This is an optimization exercise on Yosys and OpenROAD, whose aim is small area, a short achievable clock period and few clock cycles per item, not a production implementation.
Function was checked by simulation only, so behaviour that the tests miss may differ from the original.

## flow/design.v (module list and top-level ports; edited modules follow where they fit)
// module plate_compose: 106 lines
// module plate_fa: 10 lines
// module plate_xn: 7 lines
// module plate_or: 7 lines
// module plate_ha: 9 lines
// module plate_lmul: 1062 lines
// module plate_lmul_acc: 1048 lines
module plate_compose (
    input  wire        clk,
    input  wire        rst,           
    input  wire        in_valid,
    output wire        in_ready,
    input  wire        in_first,      
    input  wire        in_last,       
    input  wire [1:0]  in_mode,       
    input  wire [15:0] in_opac,       
    input  wire        in_has_alpha,  
    input  wire [15:0] in_alpha,      
    input  wire [15:0] in_s0,         
    input  wire [15:0] in_s1,         
    input  wire [15:0] in_s2,         
    output wire        out_valid,
    input  wire        out_ready,
    output wire [15:0] out_c0,
    output wire [15:0] out_c1,
    output wire [15:0] out_c2
);
  // ...
==> flow/run.sh <==
#!/bin/bash
# synth_recipe.tcl (not shown) runs the flow's synth.tcl, then flattens the netlist and writes it again
# the make line also repeats each setting of config.mk as NAME=value (left out here)
make -C /OpenROAD-flow-scripts/flow DESIGN_CONFIG=/design/flow/config.mk WORK_HOME=/design/flow/orfs CLKGATE_MAP_FILE= SYNTH_SCRIPT=/design/flow/synth_recipe.tcl finish
==> flow/config.mk <==
export PLATFORM = sky130hd
export DESIGN_NAME = plate_compose
export DESIGN_NICKNAME = plate_compose
export VERILOG_FILES = /design/flow/design.v
export SDC_FILE = /design/flow/constraint.sdc
export NUM_CORES = 4
export LEC_CHECK = 0
export CAP_MARGIN = 20
export CORE_MARGIN = 2
export CORE_UTILIZATION = 40
export PLACE_DENSITY = 0.6
export SLEW_MARGIN = 20
export SYNTH_HIERARCHICAL = 1
export SYNTH_MINIMUM_KEEP_SIZE = 0
==> flow/constraint.sdc <==
create_clock -name core_clock -period 40.0 [get_ports {clk}]
set_input_delay 8.0000 -clock core_clock [delete_from_list [all_inputs] [get_ports {clk}]]
set_output_delay 8.0000 -clock core_clock [all_outputs]
set_load 0.01 [all_outputs]
==> impl_metrics.py, run 1 <==
metrics = {
    "detailed_routing": {
        "first_pass_iters": 8,
        "via_per_inst": 5.71,
        "via_count": 49300,
    },
    "die": {
        "rows": 152,
        "io_pins": 139,
    },
    "finish": {
        "bufAreaShareNonClock_pct": 2.54,
        "fillCellCount": 16400,
        "nNonClkInverters": 122,
        "n_clock_buffer": 54,
        "nonClockBufferCount": 203,
        "design_area_mm2": 0.0736,
        "multi_input_cells": 5568,
        "area.growth.synth_to_final_pct": 6.12,
        "largestClassByArea": "multi-input gates",
        "seq-cell-share_pct": 14.3,
    },
    "worst_setup_path": {
        "slowest_delay_ps": 550,
        "critical_path_required_ps": 32000,
        "crit_end": "out_valid",
        "arrival_ps": 1560,
    },
    "cts": {
        "htreeDepth": 2,
        "clockBufferDepth": 3,
        "cts_root_buf": "clkbuf_16",
        "cts.clk_slew.worst_paths_ps": 60,
    },
    "synth": {
        "syn-num-nets": 8635,
        "synth_commonest_cells": "nand2_1, fa_1, clkbuf_1",
        "synth.most_common_cell": "nand2_1",
        "synthCells": 6567,
    },
    "min_path": {
        "hold_depth": 0,
    },
    "sta": {
        "finalSetupViolations": 0,
        "hold_viol": 0,
        "min_period_ps": 9560,
    },
    "outcome": {
        "outcome": "timing/DRC/antenna clean",
    },
    "global_routing": {
        "grt_pass1_vias": 53800,
        "antenna_found_initial": 1,
    },
}
Testbench counts, summed over its fixed seeds: cycles 9,606, pixels 2,400.
==> inputs of run 2 (changes only) <==
==> flow/flow/run.sh (new file) <==
#!/bin/bash
# The standard layout (standard.sh: the standard flow's own ORFS flow with its synthesis),
# with the port buffers placed as buf_2 cells instead of the default
# delay-buffer cells. Each tool's output goes to standard.log here.
set -euo pipefail
bash standard.sh "BUFFER_PORTS_ARGS=-buffer_cell sky130_fd_sc_hd__buf_2" finish > standard.log 2>&1
==> flow/standard.sh (new file) <==
#!/bin/bash
# synth_recipe.tcl (not shown) runs the flow's synth.tcl, then flattens the netlist and writes it again
# the make line also repeats each setting of config.mk as NAME=value (left out here)
make -C /OpenROAD-flow-scripts/flow DESIGN_CONFIG=/design/flow/config.mk WORK_HOME=/design/flow/orfs CLKGATE_MAP_FILE= SYNTH_SCRIPT=/design/flow/synth_recipe.tcl "${@:-finish}"
removed: flow/run.sh
==> run 2 against run 1 <==
Still clean on timing, DRC and antenna. Final cell count increased by 0.13%. Register-to-register slack improved by 90 ps. Synthesized area unchanged. Cell area decreased by 0.74%. Synthesized cell count unchanged. Hold slack got worse by 4.4 ps. Non-clock buffer count decreased by 1. Largest cell class unchanged.
==> impl_metrics.py, run 2 <==
metrics = {
    "cts": {
        "htreeDepth": 2,
        "postCtsSetupBuffers": 0,
        "hold_buffers": 0,
        "cts_tree": "done",
        "cts.clk_slew.worst_paths_ps": 60,
        "cts_buffers": 51,
        "cts.sinks": 353,
        "post_cts_resize_count": 0,
        "clk_latency_ps": 700,
        "clockBufferDepth": 3,
        "cts_root_buf": "clkbuf_16",
    },
    "synth": {
        "synthCells": 6567,
        "synthSimpleGateAreaFrac_pct": 16.1,
        "synth_adder_area_share_pct": 53.2,
        "netlist_area_mm2": 0.0694,
        "synthXorXnorAreaFrac_pct": 3.97,
        "synth_seq_cells": 353,
        "synthTopCellsByArea": "fa_1, edfxtp_1, nand2_1",
        "synth_commonest_cells": "nand2_1, fa_1, clkbuf_1",
        "synth_flop_cell": "edfxtp_1",
        "async_reset_ff_share_pct": 0,
        "ys_types": 91,
        "synth-compound-area-share_pct": 7.08,
        "synth.most_common_cell": "nand2_1",
        "synthMuxAreaShare_pct": 0.860,
        "synth-edff-count": 347,
        "yosysTopAreaCell": "fa_1",
        "syn-num-nets": 8635,
        "synth-seq-area-share_pct": 15.2,
        "yosys_warnings": 7,
        "synth.top_cell.area_share_pct": 46.6,
        "synth_top_family_by_area": "adder cells",
        "syn-mean-instance-area_um2": 10.6,
    },
    "min_path": {
        "hold_depth": 0,
        "hold_path.class": "flip-flop to flip-flop",
        "worstHoldStart": "r0_last$_DFFE_PN_",
        "whs_endpoint": "s1_last$_DFFE_PN_",
    },
    "worst_setup_path": {
        "crit_slowest_cell": "edfxtp_1",
        "reg2reg_depth": 21,
        "arrival_ps": 1220,
        "crit_chain": "buf_2",
        "regToRegSetupSlack_ps": 31420,
        "slowest_delay_ps": 380,
        "cp_top_family": "flip-flops",
        "worstReg2RegStart": "v[22]$_DFFE_PP_",
        "critical_path_required_ps": 32000,
        "path_class": "flip-flop to output port",
        "critical_path.max_fanout": 1,
        "path_buf_inv": 1,
        "worst_r2r_endpoint": "o[23]$_DFFE_PP_",
        "start_kind": "flip-flop",
        "worst_setup_path_end_kind": "output port",
    },
    "sta": {
        "finalSetupViolations": 0,
        "worst_pin_slew_ps": 1130,
        "setup_tns_ps": 0,
        "slew_violations": 0,
        "hold_viol": 0,
        "skew_ps": 60.6,
        "min_period_ps": 9220,
        "rsz0062_at_grt": "false",
        "relSlewSlack_pct": 24.8,
        "clock.fmax_ghz": 0.108,
        "finalCritPeriodShare_pct": 23.0,
    },
    "global_routing": {
        "antenna_found_initial": 2,
        "grt_overflow": 0,
        "grt_pass1_wl_um": 319000,
        "grt_usage_pct": 23.7,
        "grt_pass1_vias": 54200,
        "grt_max_degree": 153,
    },
    "finish": {
        "n_antenna_cell": 0,
        "multi_input_area_mm2": 0.0563,
        "final_cells": 8649,
        "drive_gt1_share_pct": 7.18,
        "layout.nets": 8366,
        "final-seq-area_mm2": 0.0105,
        "most-common-layout-cells": "nand2_1, fa_1, ha_1",
        "area.growth.synth_to_final_pct": 5.33,
        "fillCellCount": 16400,
        "layout_commonest_cell": "nand2_1",
    },
    "detailed_routing": {
        "first_pass_iters": 6,
        "drt-total-wl_um": 205000,
        "wl_per_cell_um": 23.7,
        "drt_iter0_markers": 4588,
        "final_antenna_net_count": 0,
        "via_count": 49500,
        "drc": 0,
        "via_per_inst": 5.73,
    },
    "die": {
        "die_h_um": 420,
        "initial_core_util_pct": 40.3,
        "rows": 152,
        "io_pins": 139,
        "core_mm2": 0.172,
        "die-area_mm2": 0.177,
        "die_x_um": 420,
    },
    "placed_design": {
        "portBuffers": 138,
        "place_congestion": 0.900,
        "post-place-cells": 8555,
        "dp_hpwl_um": 152000,
    },
    "flow_run": {
        "drv_cap": 0,
    },
    "outcome": {
        "outcome": "timing/DRC/antenna clean",
    },
}
run 2: cell types whose count changed in the layout (fill, tap and decap cells not counted), moves of 3 or more:
cell / previous run / this run
clkinv_1: 7 / 3
bufinv_16: 6 / 3
buf_2: 0 / 138
clkinvlp_4: 1 / 4
inv_8: 2 / 5
clkdlybuf4s50_1: 138 / 0
clkbuf_16: 47 / 52
run 2: how the worst max path moves through the flow:
stage,cells after the start,slack [ps],from,endpoint
global route,1,30720,o[22]$_DFFE_PP_,out_c1[6]
global placement,4,30630,out_ready,o[10]$_DFFE_PP_
CTS,1,30720,o[26]$_DFFE_PP_,out_c1[10]
detailed placement,4,30590,out_ready,o[12]$_DFFE_PP_
floorplan,2,29490,out_ready,o[0]$_DFFE_PP_
finish,1,30780,o[26]$_DFFE_PP_,out_c1[10]
run 2: logic make-up after synthesis:
| family | count (synthesis) |
|---|---|
| flops | 353 |
| fa+ha+maj | 1979 |
| buf+inv | 646 |
| xor+xnor | 314 |
| simple gates | 2570 |
| compound gates | 650 |
| mux | 55 |
run 2: cell type report:
cell class / instances / share of cell area, %
timing repair buffer: 202 / 1.62
clock buffer: 62 / 1.86
clock inverter: 32 / 0.432
sequential: 353 / 14.4
inverter: 122 / 0.637
multi-input combinational: 5568 / 77.1
tap: 2310 / 3.96
run 2: per-layer routing:
layer	global-route usage, %	share of wire [%]	vias up
li1	-	-	20800
met1	32.3	41	25800
met2	37.3	45	2520
met3	5.14	9.5	416
met4	8.32	3.8	2
met5	0	0.0063	-
run 2: worst reg2reg max path, stage by stage (launching register included):
cell and delay [ps]:
edfxtp_1 1050, nand2_1 180, fa_1 460, fa_1 510, fa_1 440, fa_1 400
fa_1 400, fa_1 540, fa_1 550, fa_1 420, ha_1 320, and4_2 260
o211ai_1 100, a21boi_0 350, nor4_4 130, a21bo_2 280, a211oi_4 320, o31ai_2 130
mux2i_1 210, or3_1 630, nor2_1 90, a221oi_1 520
run 2: Yosys stat by module, one instance, submodules excluded:
module,cells inside,flops+latches
plate_xn,1,0
plate_or,1,0
plate_compose,1054,353
plate_fa,1,0
plate_lmul,465,0
plate_ha,1,0
plate_lmul_acc,464,0
run 2: per-stage QoR:
step	utilization [%]	setup WS, ps	hold slack, ps	cell area [µm²]
after floorplan	-	29490	400	69400
after global placement	41.5	30630	410	71400
after detailed placement	41.5	30590	405	71400
after CTS	42.5	30720	420	73100
after global routing	42.5	30720	443	73100
final	42.5	30780	418	73100
==> inputs of run 3 (changes only) <==
--- a/flow/config.mk
+++ b/flow/config.mk
@@ -8,6 +8,6 @@
 export CAP_MARGIN = 20
 export CORE_MARGIN = 2
-export CORE_UTILIZATION = 40
-export PLACE_DENSITY = 0.6
+export CORE_UTILIZATION = 60
+export PLACE_DENSITY = 0.72
 export SLEW_MARGIN = 20
 export SYNTH_HIERARCHICAL = 1
==> run 3 against run 2 <==
Still clean. Clock skew fell by 25 ps. Utilization rose by 20 points. Worst setup slack improved by 29 ps. Final cell count fell by 9.6%. Clock-buffer cell count fell by 13. Non-clock buffer count fell by 18. Synthesized area did not move. Die area fell by 33%.
==> impl_metrics.py, run 3 <==
metrics = {
    "outcome": {
        "outcome": "timing/DRC/antenna clean",
    },
    "synth": {
        "synth-compound-area-share_pct": 7.08,
        "synth-edff-count": 347,
        "syn-num-nets": 8635,
        "synthMuxAreaShare_pct": 0.860,
        "netlist_area_mm2": 0.0694,
        "synthTopCellsByArea": "fa_1, edfxtp_1, nand2_1",
        "synth_commonest_cells": "nand2_1, fa_1, clkbuf_1",
        "async_reset_ff_share_pct": 0,
        "synth_adder_area_share_pct": 53.2,
        "synth.most_common_cell": "nand2_1",
        "synth_top_family_by_area": "adder cells",
        "syn-mean-instance-area_um2": 10.6,
        "synthXorXnorAreaFrac_pct": 3.97,
        "synth.top_cell.area_share_pct": 46.6,
        "synth-seq-area-share_pct": 15.2,
        "ys_types": 91,
        "yosys_warnings": 7,
        "synthSimpleGateAreaFrac_pct": 16.1,
        "synth_flop_cell": "edfxtp_1",
        "synth_seq_cells": 353,
        "yosysTopAreaCell": "fa_1",
        "synthCells": 6567,
    },
    "cts": {
        "hold_buffers": 0,
        "post_cts_resize_count": 0,
        "cts.clk_slew.worst_paths_ps": 60,
        "cts_buffers": 46,
        "postCtsSetupBuffers": 0,
        "cts_tree": "done",
        "cts.sinks": 353,
        "clk_latency_ps": 650,
        "cts_root_buf": "clkbuf_16",
        "htreeDepth": 2,
        "clockBufferDepth": 3,
    },
    "worst_setup_path": {
        "critPathLaunch": "o[42]$_DFFE_PP_",
        "start_kind": "flip-flop",
        "crit_end": "out_c2[10]",
        "regToRegSetupSlack_ps": 31440,
        "crit_slowest_cell": "edfxtp_1",
        "cp_top_family": "flip-flops",
        "crit_chain": "buf_2",
        "worst_setup_path_end_kind": "output port",
        "slowest_delay_ps": 390,
        "critical_path.max_fanout": 1,
        "worstReg2RegStart": "s1_al[9]$_SDFFCE_PP1N_",
        "worst-path-stages": 1,
        "arrival_ps": 1190,
        "reg2reg_depth": 20,
        "path_buf_inv": 1,
        "critical_path_required_ps": 32000,
        "path_class": "flip-flop to output port",
        "worst_r2r_endpoint": "s2_k[46]$_DFFE_PN_",
    },
    "placed_design": {
        "placed_cell_area_mm2": 0.0702,
        "dp_hpwl_um": 143000,
        "place_congestion": 0.962,
        "portBuffers": 138,
    },
    "finish": {
        "drive_gt1_share_pct": 6.79,
        "design_area_mm2": 0.0719,
        "most-common-layout-cells": "nand2_1, fa_1, ha_1",
        "fillCellCount": 9098,
        "layout_commonest_cell": "nand2_1",
        "area.growth.synth_to_final_pct": 3.69,
        "n_antenna_cell": 0,
        "layout.nets": 8343,
    },
    "global_routing": {
        "antenna_found_initial": 1,
        "grt_overflow": 0,
        "grt_pass1_vias": 54000,
        "grt_usage_pct": 33.5,
        "grt_max_degree": 158,
        "grt_pass1_wl_um": 303000,
    },
    "die": {
        "die-area_mm2": 0.118,
        "initial_core_util_pct": 60.6,
        "die_h_um": 344,
        "die_x_um": 344,
        "core_mm2": 0.115,
        "io_pins": 139,
        "rows": 124,
    },
    "detailed_routing": {
        "drt-total-wl_um": 193000,
        "drt_iter0_markers": 5044,
        "first_pass_iters": 6,
        "via_count": 50000,
        "final_antenna_net_count": 0,
        "drc": 0,
        "via_per_inst": 6.40,
        "wl_per_cell_um": 24.7,
    },
    "sta": {
        "relSlewSlack_pct": 24.2,
        "finalCritPeriodShare_pct": 23.0,
        "hold_viol": 0,
        "rsz0062_at_grt": "false",
        "skew_ps": 36.0,
        "setup_tns_ps": 0,
        "worst_pin_slew_ps": 1140,
        "clock.fmax_ghz": 0.109,
        "finalSetupViolations": 0,
        "min_period_ps": 9190,
        "whs_ps": 426,
        "slew_violations": 0,
    },
    "min_path": {
        "hold_path.class": "flip-flop to flip-flop",
    },
    "flow_run": {
        "drv_cap": 0,
    },
}
[run 3: cell counts after synthesis]
No cell type changed its count.
[run 3: logic make-up (layout without fill, tap and decap cells)]
kind of cell / count (synthesis) / count (layout)
AND/OR/NAND/NOR: 2570 / 2570
XOR/XNOR: 314 / 314
adder cells (fa/ha/maj): 1979 / 1979
buffers and inverters: 646 / 387
AO/OA/AOI/OAI: 650 / 650
flip-flops: 353 / 353
multiplexers: 55 / 55
[run 3: final cells by class]
class	count	area, µm²	share of cell area, %
Timing Repair Buffer	184	1050	1.46
Inverter	122	465	0.647
Multi-Input combinational cell	5568	56300	78.3
Sequential cell	353	10500	14.7
Clock buffer	49	1160	1.62
Tap cell	1512	1890	2.63
Clock inverter	32	499	0.694
[run 3: Yosys stat by module, one instance, submodules excluded]
module | area [µm²] | flops+latches | cells
plate_ha | 12.5 | 0 | 1
plate_compose | 15300 | 353 | 1054
plate_fa | 20.0 | 0 | 1
plate_lmul_acc | 2190 | 0 | 464
plate_or | 6.26 | 0 | 1
plate_xn | 8.76 | 0 | 1
plate_lmul | 2170 | 0 | 465
[run 3: metrics by stage]
| step | util (%) | worst slack [ps] | cells |
|---|---|---|---|
| global placement | 61.4 | 30370 | 7739 |
| detailed placement | 61.4 | 30330 | 7739 |
| global route | 62.8 | 30760 | 7820 |
| CTS | 62.8 | 30770 | 7820 |
| finish | 62.8 | 30810 | 7820 |
| floorplan | - | 29490 | 6567 |
[run 3: routing by layer]
metal | up-vias | track usage (%) | part of all wire, %
met5 | - | 0 | 0.010
met1 | 25800 | 44.9 | 38
met2 | 2984 | 53.8 | 47
li1 | 20700 | - | -
met3 | 492 | 7.15 | 11
met4 | 2 | 13.2 | 4.3
[run 3: worst register-to-register path, delay by kind of cell, from the launching register on]
family / cells / cell delay [ps]
AOI/OAI and AO/OA: 8 / 2250
adders and majority gates: 9 / 4100
buffers and inverters: 1 / 590
DFF: 1 / 870
and+or+nand+nor: 2 / 480
[run 3: worst min-delay path by stage]
| stage | from | to | slack (ps) | cells past startpoint |
|---|---|---|---|---|
| detailed placement | s1_last$_DFFE_PN_ | s2_last$_DFFE_PN_ | 410 | 0 |
| global route | s1_last$_DFFE_PN_ | s2_last$_DFFE_PN_ | 440 | 0 |
| global placement | s1_last$_DFFE_PN_ | s2_last$_DFFE_PN_ | 400 | 0 |
| floorplan | r0_last$_DFFE_PN_ | s1_last$_DFFE_PN_ | 400 | 0 |
| CTS | s1_last$_DFFE_PN_ | s2_last$_DFFE_PN_ | 430 | 0 |
| finish | s1_last$_DFFE_PN_ | s2_last$_DFFE_PN_ | 430 | 0 |
==> inputs of run 4 (changes only) <==
--- a/flow/config.mk
+++ b/flow/config.mk
@@ -9,4 +9,5 @@
 export CORE_MARGIN = 2
 export CORE_UTILIZATION = 60
+export CTS_BUF_LIST = sky130_fd_sc_hd__clkbuf_8
 export PLACE_DENSITY = 0.72
 export SLEW_MARGIN = 20
==> run 4 against run 3 <==
Still clean. Flip-flop and latch count did not move. Final cell count rose by 0.58%. First-iteration DRC count rose by 1.4%. Critical path type unchanged.
==> impl_metrics.py, run 4 <==
metrics = {
    "detailed_routing": {
        "top_layer": "met4",
        "drt-total-wl_um": 193000,
        "drt_iter0_markers": 5117,
        "first_pass_iters": 7,
        "drc": 0,
        "wl_met2_um": 90600,
        "wl_per_cell_um": 24.5,
        "wl_met3_um": 21400,
        "wl_met1_um": 72800,
        "via_count": 50100,
        "via_per_inst": 6.37,
        "final_antenna_net_count": 0,
    },
    "synth": {
        "synth-seq-area-share_pct": 15.2,
        "synth.most_common_cell": "nand2_1",
        "synth_flop_cell": "edfxtp_1",
        "ys_types": 91,
        "syn-mean-instance-area_um2": 10.6,
        "netlist_area_mm2": 0.0694,
        "yosys_warnings": 7,
        "async_reset_ff_share_pct": 0,
        "syn-num-nets": 8635,
        "synth_seq_cells": 353,
        "yosysTopAreaCell": "fa_1",
        "synthCells": 6567,
        "synth-edff-count": 347,
        "synthTopCellsByArea": "fa_1, edfxtp_1, nand2_1",
        "synth_commonest_cells": "nand2_1, fa_1, clkbuf_1",
        "synth.top_cell.area_share_pct": 46.6,
    },
    "worst_setup_path": {
        "arrival_ps": 1280,
        "start_kind": "flip-flop",
        "cp_top_family": "flip-flops",
        "critical_path.max_fanout": 1,
        "slowest_delay_ps": 390,
        "crit_chain": "buf_2",
        "critical_path_required_ps": 32000,
        "path_class": "flip-flop to output port",
        "path_buf_inv": 1,
        "crit_slowest_cell": "edfxtp_1",
        "worst_setup_path_end_kind": "output port",
    },
    "die": {
        "die-area_mm2": 0.118,
        "initial_core_util_pct": 60.6,
        "die_x_um": 344,
        "io_pins": 139,
        "rows": 124,
        "core_mm2": 0.115,
        "die_h_um": 344,
    },
    "sta": {
        "clock.fmax_ghz": 0.108,
        "finalCritPeriodShare_pct": 23.2,
        "min_period_ps": 9280,
        "skew_ps": 70.1,
        "worst_pin_slew_ps": 1110,
        "setup_tns_ps": 0,
        "relSlewSlack_pct": 25.3,
        "hold_viol": 0,
        "finalSetupViolations": 0,
        "slew_violations": 0,
        "whs_ps": 433,
        "rsz0062_at_grt": "false",
    },
    "cts": {
        "cts.sinks": 353,
        "cts.clk_slew.worst_paths_ps": 60,
        "cts_root_buf": "clkbuf_8",
        "cts_tree": "done",
        "post_cts_resize_count": 0,
        "cts_buffers": 69,
        "postCtsSetupBuffers": 0,
        "clk_latency_ps": 750,
        "htreeDepth": 3,
        "clockBufferDepth": 3,
        "hold_buffers": 0,
    },
    "finish": {
        "most-common-layout-cells": "nand2_1, fa_1, ha_1",
        "design_area_mm2": 0.0717,
        "layout.nets": 8366,
        "fillCellCount": 9161,
        "area.growth.synth_to_final_pct": 3.33,
        "layout_commonest_cell": "nand2_1",
        "final_core_util_pct": 62.6,
        "drive_gt1_share_pct": 7.21,
    },
    "placed_design": {
        "dp_hpwl_um": 143000,
        "portBuffers": 138,
        "place_congestion": 0.962,
        "placed_cell_area_mm2": 0.0702,
    },
    "flow_run": {
        "drv_cap": 0,
    },
    "global_routing": {
        "grt_overflow": 0,
        "antenna_found_initial": 1,
        "grt_max_degree": 158,
        "grt_usage_pct": 33.5,
        "grt_pass1_vias": 54100,
        "grt_pass1_wl_um": 303000,
    },
    "min_path": {
        "hold_path.class": "flip-flop to flip-flop",
    },
    "outcome": {
        "outcome": "timing/DRC/antenna clean",
    },
}
-- run 4: cell counts after synthesis --
No cell type changed its count.
-- run 4: final timing paths --
kind | endpoint | slack (ps) | cells past startpoint | from
setup / recovery | out_c2[10] | 30720 | 1 | o[42]$_DFFE_PP_
hold / removal | s2_last$_DFFE_PN_ | 430 | 0 | s1_last$_DFFE_PN_
setup reg to reg | o[16]$_DFFE_PP_ | 31490 | 21 | v[21]$_DFFE_PP_
hold reg to reg | s2_last$_DFFE_PN_ | 430 | 0 | s1_last$_DFFE_PN_
-- run 4: routing by layer --
metal	vias to the layer above	global-route usage, %
met3	506	7.53
met4	0	13.5
li1	20800	-
met2	3053	53.7
met1	25700	44.8
met5	-	0
-- run 4: logic make-up after synthesis --
group	count (synthesis)	share of synthesized area (%)
simple gates	2570	16.1
compound gates	650	7.08
xor+xnor	314	3.97
fa+ha+maj	1979	53.2
mux	55	0.860
buf+inv	646	3.67
flops	353	15.2
-- run 4: layout make-up --
type / instances / area (µm²) / area share (%)
Antenna cell: 1 / 2.50 / 0.00349
Clock buffer: 69 / 950 / 1.33
Clock inverter: 56 / 463 / 0.646
Timing Repair Buffer: 184 / 1050 / 1.46
Multi-Input combinational cell: 5568 / 56300 / 78.6
Sequential cell: 353 / 10500 / 14.7
Tap cell: 1512 / 1890 / 2.64
Inverter: 122 / 465 / 0.649
-- run 4: stage by stage --
step           worst slack [ps]  cells
4_1_cts                   30660   7864
5_1_grt                   30660   7865
3_5_place_dp              30330   7739
2_1_floorplan             29490   6567
6_report                  30720   7865
3_3_place_gp              30370   7739
-- run 4: per-module statistics from Yosys, one instance, submodules excluded --
module	area, µm²	copies in the design	cells	flops+latches
plate_compose	15300	1	1054	353
plate_fa	20.0	1613	1	0
plate_ha	12.5	318	1	0
plate_lmul	2170	4	465	0
plate_lmul_acc	2190	3	464	0
plate_or	6.26	165	1	0
plate_xn	8.76	165	1	0
==> inputs of run 5 (changes only) <==
--- a/flow/config.mk
+++ b/flow/config.mk
@@ -9,5 +9,5 @@
 export CORE_MARGIN = 2
 export CORE_UTILIZATION = 60
-export CTS_BUF_LIST = sky130_fd_sc_hd__clkbuf_8
+export CTS_BUF_LIST = sky130_fd_sc_hd__clkbuf_4 sky130_fd_sc_hd__clkbuf_8
 export PLACE_DENSITY = 0.72
 export SLEW_MARGIN = 20
==> run 5 against run 4 <==
Still clean on timing, DRC and antenna. Final cell count is the same. Wire length hardly changed. Critical path type unchanged. Critical endpoint unchanged.
==> impl_metrics.py, run 5 <==
metrics = {
    "outcome": {
        "outcome": "timing/DRC/antenna clean",
    },
    "global_routing": {
        "grt_pass1_vias": 54100,
        "grt_max_degree": 158,
        "grt_overflow": 0,
        "grt_usage_pct": 33.5,
        "grt_pass1_wl_um": 303000,
        "antenna_found_initial": 1,
    },
    "min_path": {
        "worstHoldStart": "s1_last$_DFFE_PN_",
        "hold_path.class": "flip-flop to flip-flop",
    },
    "worst_setup_path": {
        "worstReg2RegStart": "v[24]$_DFFE_PP_",
        "path_class": "flip-flop to output port",
        "start_kind": "flip-flop",
        "regToRegSetupSlack_ps": 31490,
        "critical_path.max_fanout": 1,
        "crit_chain": "buf_2",
        "critPathLaunch": "o[42]$_DFFE_PP_",
        "slowest_delay_ps": 390,
        "critical_path_required_ps": 32000,
        "worst_setup_path_end_kind": "output port",
        "path_buf_inv": 1,
        "arrival_ps": 1270,
        "crit_slowest_cell": "edfxtp_1",
        "cp_top_family": "flip-flops",
    },
    "die": {
        "die_h_um": 344,
        "die_x_um": 344,
        "core_mm2": 0.115,
        "rows": 124,
        "io_pins": 139,
        "initial_core_util_pct": 60.6,
        "die-area_mm2": 0.118,
    },
    "detailed_routing": {
        "wl_per_cell_um": 24.5,
        "drt-total-wl_um": 193000,
        "final_antenna_net_count": 0,
        "via_per_inst": 6.37,
        "drc": 0,
        "drt_iter0_markers": 4980,
        "via_count": 50100,
        "first_pass_iters": 8,
    },
    "finish": {
        "area.growth.synth_to_final_pct": 3.38,
        "most-common-layout-cells": "nand2_1, fa_1, ha_1",
        "multi_input_area_mm2": 0.0563,
        "fillCellCount": 9151,
        "final_core_util_pct": 62.6,
        "layout_commonest_cell": "nand2_1",
        "drive_gt1_share_pct": 7.35,
        "final-seq-area_mm2": 0.0105,
        "layout.nets": 8366,
        "design_area_mm2": 0.0717,
    },
    "sta": {
        "setup_tns_ps": 0,
        "worst_pin_slew_ps": 1060,
        "skew_ps": 70.9,
        "whs_ps": 440,
        "hold_viol": 0,
        "clock.fmax_ghz": 0.108,
        "min_period_ps": 9270,
        "relSlewSlack_pct": 28.6,
        "finalCritPeriodShare_pct": 23.2,
        "setup_ws_ps": 30730,
        "rsz0062_at_grt": "false",
        "slew_violations": 0,
        "finalSetupViolations": 0,
    },
    "flow_run": {
        "drv_cap": 0,
    },
    "synth": {
        "syn-num-nets": 8635,
        "synth.top_cell.area_share_pct": 46.6,
        "synthXorXnorAreaFrac_pct": 3.97,
        "syn-mean-instance-area_um2": 10.6,
        "synth-seq-area-share_pct": 15.2,
        "yosysTopAreaCell": "fa_1",
        "synthCells": 6567,
        "synthTopCellsByArea": "fa_1, edfxtp_1, nand2_1",
        "netlist_area_mm2": 0.0694,
        "synth-compound-area-share_pct": 7.08,
        "synthSimpleGateAreaFrac_pct": 16.1,
        "synth_flop_cell": "edfxtp_1",
        "synth_seq_cells": 353,
        "synth_adder_area_share_pct": 53.2,
        "synth_top_family_by_area": "adder cells",
        "async_reset_ff_share_pct": 0,
        "ys_types": 91,
        "yosys_warnings": 7,
        "synth_commonest_cells": "nand2_1, fa_1, clkbuf_1",
        "synthMuxAreaShare_pct": 0.860,
        "synth-edff-count": 347,
        "synth.most_common_cell": "nand2_1",
    },
    "placed_design": {
        "portBuffers": 138,
        "dp_hpwl_um": 143000,
        "place_congestion": 0.962,
        "pre_cts_ws_ps": 30330,
        "placed_cell_area_mm2": 0.0702,
    },
    "cts": {
        "post_cts_resize_count": 0,
        "postCtsSetupBuffers": 0,
        "cts_buffers": 69,
        "clockBufferDepth": 3,
        "htreeDepth": 3,
        "clk_latency_ps": 750,
        "cts_tree": "done",
        "cts.clk_slew.worst_paths_ps": 70,
        "cts.sinks": 353,
        "hold_buffers": 0,
        "cts_root_buf": "clkbuf_8",
    },
}
[run 5: cell counts after synthesis]
Identical to the previous run, type by type.
[run 5: per-layer routing]
metal	vias to the layer above	GRT usage, %	wire length (µm)	share of wire, %
li1	20800	-	-	-
met3	491	7.48	21200	11
met2	3018	53.7	90500	47
met4	0	13.6	8220	4.3
met1	25800	44.8	73000	38
met5	-	0	0	0
[run 5: cell type report]
| type | instances | area share, % |
|---|---|---|
| inverters | 122 | 0.649 |
| well taps | 1512 | 2.64 |
| clock inverters | 47 | 0.599 |
| clock buffers | 78 | 1.42 |
| repair buffers | 184 | 1.46 |
| flip-flops and latches | 353 | 14.7 |
| multi-input cells | 5568 | 78.5 |
| diodes | 1 | 0.00349 |
[run 5: worst paths after layout]
check / cells after the start / end
setup / recovery: 1 / out_c2[10]
hold / removal: 0 / s2_last$_DFFE_PN_
setup reg to reg: 21 / o[16]$_DFFE_PP_
hold reg to reg: 0 / s2_last$_DFFE_PN_
[run 5: worst register-to-register path: stages (launching register included)]
cell and delay [ps]:
edfxtp_1 1030, nand2_1 190, fa_1 550, fa_1 430
fa_1 460, fa_1 420, fa_1 400, fa_1 520
fa_1 540, fa_1 410, ha_1 310, and4_2 270
o211ai_1 130, a21boi_0 250, nor4_4 530, a21bo_2 300
a211oi_4 100, o31ai_2 290, mux2i_1 130, or3_1 670
nor2_1 190, a221oi_1 90
[run 5: through the flow]
stage | std cells
global placement | 7739
CTS | 7864
global route | 7865
finish | 7865
detailed placement | 7739
floorplan | 6567
[run 5: logic make-up after synthesis]
family	after synthesis
compound gates	650
xor+xnor	314
fa+ha+maj	1979
buf+inv	646
flops	353
mux	55
simple gates	2570
[run 5: per-module statistics from Yosys, one instance, submodules excluded]
module | copies in the design | cell area, µm² | flops+latches | cells inside
plate_fa | 1613 | 20.0 | 0 | 1
plate_compose | 1 | 15300 | 353 | 1054
plate_lmul_acc | 3 | 2190 | 0 | 464
plate_xn | 165 | 8.76 | 0 | 1
plate_lmul | 4 | 2170 | 0 | 465
plate_ha | 318 | 12.5 | 0 | 1
plate_or | 165 | 6.26 | 0 | 1
==> inputs of run 6 (changes only) <==
--- a/flow/config.mk
+++ b/flow/config.mk
@@ -9,5 +9,6 @@
 export CORE_MARGIN = 2
 export CORE_UTILIZATION = 60
-export CTS_BUF_LIST = sky130_fd_sc_hd__clkbuf_4 sky130_fd_sc_hd__clkbuf_8
+export CTS_CLUSTER_DIAMETER = 80
+export CTS_CLUSTER_SIZE = 25
 export PLACE_DENSITY = 0.72
 export SLEW_MARGIN = 20
==> run 6 against run 5 <==
Still clean. Utilization down 0.17 points. Worst setup slack better by 34 ps. Sequential share of layout area about the same. Flip-flop and latch count unchanged. Cell area down 0.27%. First-iteration DRC count up 2.3%. Via count down 0.21%. Final cell count down 0.85%.
==> impl_metrics.py, run 6 <==
metrics = {
    "outcome": {
        "outcome": "timing/DRC/antenna clean",
    },
    "worst_setup_path": {
        "regToRegSetupSlack_ps": 31480,
        "cp_top_family": "flip-flops",
        "worst_setup_path_end_kind": "output port",
        "crit_slowest_cell": "edfxtp_1",
        "reg2reg_depth": 20,
        "worstReg2RegStart": "s1_al[9]$_SDFFCE_PP1N_",
        "slowest_delay_ps": 400,
        "worst-path-stages": 1,
        "critical_path.max_fanout": 1,
        "worst_r2r_endpoint": "s2_k[46]$_DFFE_PN_",
        "arrival_ps": 1240,
        "path_class": "flip-flop to output port",
        "start_kind": "flip-flop",
        "crit_chain": "buf_2",
        "path_buf_inv": 1,
        "critical_path_required_ps": 32000,
    },
    "detailed_routing": {
        "wl_met2_um": 90700,
        "via_count": 50000,
        "via_per_inst": 6.41,
        "top_layer": "met4",
        "drt-total-wl_um": 192000,
        "wl_met1_um": 73100,
        "first_pass_iters": 8,
        "drt_iter0_markers": 5094,
        "final_antenna_net_count": 0,
        "wl_per_cell_um": 24.6,
        "drc": 0,
        "wl_met3_um": 20600,
    },
    "global_routing": {
        "antenna_found_initial": 0,
        "grt_pass1_vias": 53800,
        "grt_overflow": 0,
        "grt_pass1_wl_um": 302000,
        "grt_max_degree": 158,
        "grt_usage_pct": 33.3,
    },
    "synth": {
        "yosysTopAreaCell": "fa_1",
        "syn-mean-instance-area_um2": 10.6,
        "synth_flop_cell": "edfxtp_1",
        "syn-num-nets": 8635,
        "synth-seq-area-share_pct": 15.2,
        "yosys_warnings": 7,
        "synth_seq_cells": 353,
        "synth.most_common_cell": "nand2_1",
        "synthTopCellsByArea": "fa_1, edfxtp_1, nand2_1",
        "async_reset_ff_share_pct": 0,
        "synth-edff-count": 347,
        "ys_types": 91,
        "synthCells": 6567,
        "netlist_area_mm2": 0.0694,
        "synth.top_cell.area_share_pct": 46.6,
        "synth_commonest_cells": "nand2_1, fa_1, clkbuf_1",
    },
    "placed_design": {
        "dp_hpwl_um": 143000,
        "pre_cts_ws_ps": 30330,
        "post-place-cells": 7739,
        "place_congestion": 0.962,
        "portBuffers": 138,
    },
    "min_path": {
        "hold_depth": 0,
        "whs_endpoint": "s2_last$_DFFE_PN_",
        "hold_path.class": "flip-flop to flip-flop",
        "worstHoldStart": "s1_last$_DFFE_PN_",
    },
    "finish": {
        "layout.nets": 8328,
        "final-seq-area_mm2": 0.0105,
        "most-common-layout-cells": "nand2_1, fa_1, ha_1",
        "multi_input_area_mm2": 0.0563,
        "layout_commonest_cell": "nand2_1",
        "final_cells": 7798,
        "area.growth.synth_to_final_pct": 3.10,
        "drive_gt1_share_pct": 6.51,
        "fillCellCount": 9124,
    },
    "sta": {
        "worst_pin_slew_ps": 1230,
        "relSlewSlack_pct": 17.0,
        "finalSetupViolations": 0,
        "skew_ps": 59.9,
        "min_period_ps": 9240,
        "clock.fmax_ghz": 0.108,
        "hold_viol": 0,
        "setup_tns_ps": 0,
        "finalCritPeriodShare_pct": 23.1,
        "setup_ws_ps": 30760,
        "slew_violations": 0,
        "rsz0062_at_grt": "false",
    },
    "cts": {
        "cts_root_buf": "clkbuf_16",
        "htreeDepth": 1,
        "clockBufferDepth": 3,
        "cts_tree": "done",
        "hold_buffers": 0,
        "cts.clk_slew.worst_paths_ps": 90,
        "cts.sinks": 353,
        "post_cts_resize_count": 0,
        "clk_latency_ps": 690,
        "postCtsSetupBuffers": 0,
        "cts_buffers": 31,
    },
    "die": {
        "core_mm2": 0.115,
        "rows": 124,
        "die_x_um": 344,
        "die-area_mm2": 0.118,
        "die_h_um": 344,
        "initial_core_util_pct": 60.6,
        "io_pins": 139,
    },
    "flow_run": {
        "drv_cap": 0,
    },
}
==> run 6: cell counts after synthesis <==
No cell type changed its count.
==> run 6: cells by family after synthesis <==
kind of cell / after synthesis / share of synthesized area [%]
AO/OA/AOI/OAI: 650 / 7.08
XOR/XNOR: 314 / 3.97
adder cells (fa/ha/maj): 1979 / 53.2
buffers and inverters: 646 / 3.67
flip-flops: 353 / 15.2
multiplexers: 55 / 0.860
AND/OR/NAND/NOR: 2570 / 16.1
==> run 6: stage by stage <==
stage               utilization (%)  hold WS, ps  cell area, µm²
detailed placement             61.4          414           70200
finish                         62.5          435           71500
global route                   62.5          448           71500
global placement               61.4          404           70200
CTS                            62.4          437           71500
floorplan                         -          400           69400
==> run 6: modules after synthesis (local to each module, per instance) <==
module	times used	area (µm²)
plate_fa	1613	20.0
plate_ha	318	12.5
plate_compose	1	15300
plate_lmul	4	2170
plate_lmul_acc	3	2190
plate_or	165	6.26
plate_xn	165	8.76
==> run 6: worst max path at each step <==
stage / start / to
4_1_cts: o[46]$_DFFE_PP_ / out_c2[14]
6_report: o[46]$_DFFE_PP_ / out_c2[14]
3_5_place_dp: out_ready / o[27]$_DFFE_PP_
2_1_floorplan: out_ready / o[0]$_DFFE_PP_
3_3_place_gp: out_ready / o[27]$_DFFE_PP_
5_1_grt: o[43]$_DFFE_PP_ / out_c2[11]
==> run 6: area by class of cell <==
class,instances,share of cell area [%]
Multi-Input combinational cell,5568,78.7
Sequential cell,353,14.7
Tap cell,1512,2.65
Timing Repair Buffer,184,1.47
Clock buffer,35,1.12
Inverter,122,0.651
Clock inverter,22,0.630
Antenna cell,2,0.00700
==> run 6: metal layers <==
| layer | global-route usage (%) | vias up |
|---|---|---|
| met5 | 0 | - |
| met4 | 11.8 | 0 |
| met3 | 7.08 | 485 |
| met2 | 53.9 | 3072 |
| met1 | 44.8 | 25700 |
| li1 | - | 20700 |

-- re-timing with driven ports --
No port has a modelled driver above. Below, the same layouts with a new extraction and two added sets of constraints.
Step 1 assumes that a clkbuf_16 drives the clock port and a buf_2 every other input.
Step 2 also shifts input and output timing later by t, the mid clock arrival at the registers, as if the neighbouring blocks saw the same clock.
Three values: no drivers, after step 1, after step 2; two values: the first two.
run	t, ns	setup slack, ns	clock arrival spread, ns	worst register clock-pin slew, ns	pins driven straight from the clock port
run 1	0.729	30.440 / 30.366 / 30.250	0.050 / 0.050	0.07 / 0.07	1
run 2	0.746	30.781 / 30.706 / 30.642	0.068 / 0.068	0.07 / 0.07	1
run 3	0.709	30.810 / 30.733 / 30.336	0.036 / 0.036	0.07 / 0.07	1
run 4	0.787	30.721 / 30.652 / 30.331	0.070 / 0.070	0.08 / 0.08	1
run 5	0.781	30.725 / 30.656 / 30.337	0.071 / 0.071	0.08 / 0.08	1
run 6	0.734	30.759 / 30.683 / 30.379	0.062 / 0.062	0.10 / 0.10	1
After both steps setup and hold are still met in every run listed. The setup slack of run 3, which loses most, moves by -0.077 ns with the drivers and by -0.474 ns with both steps.
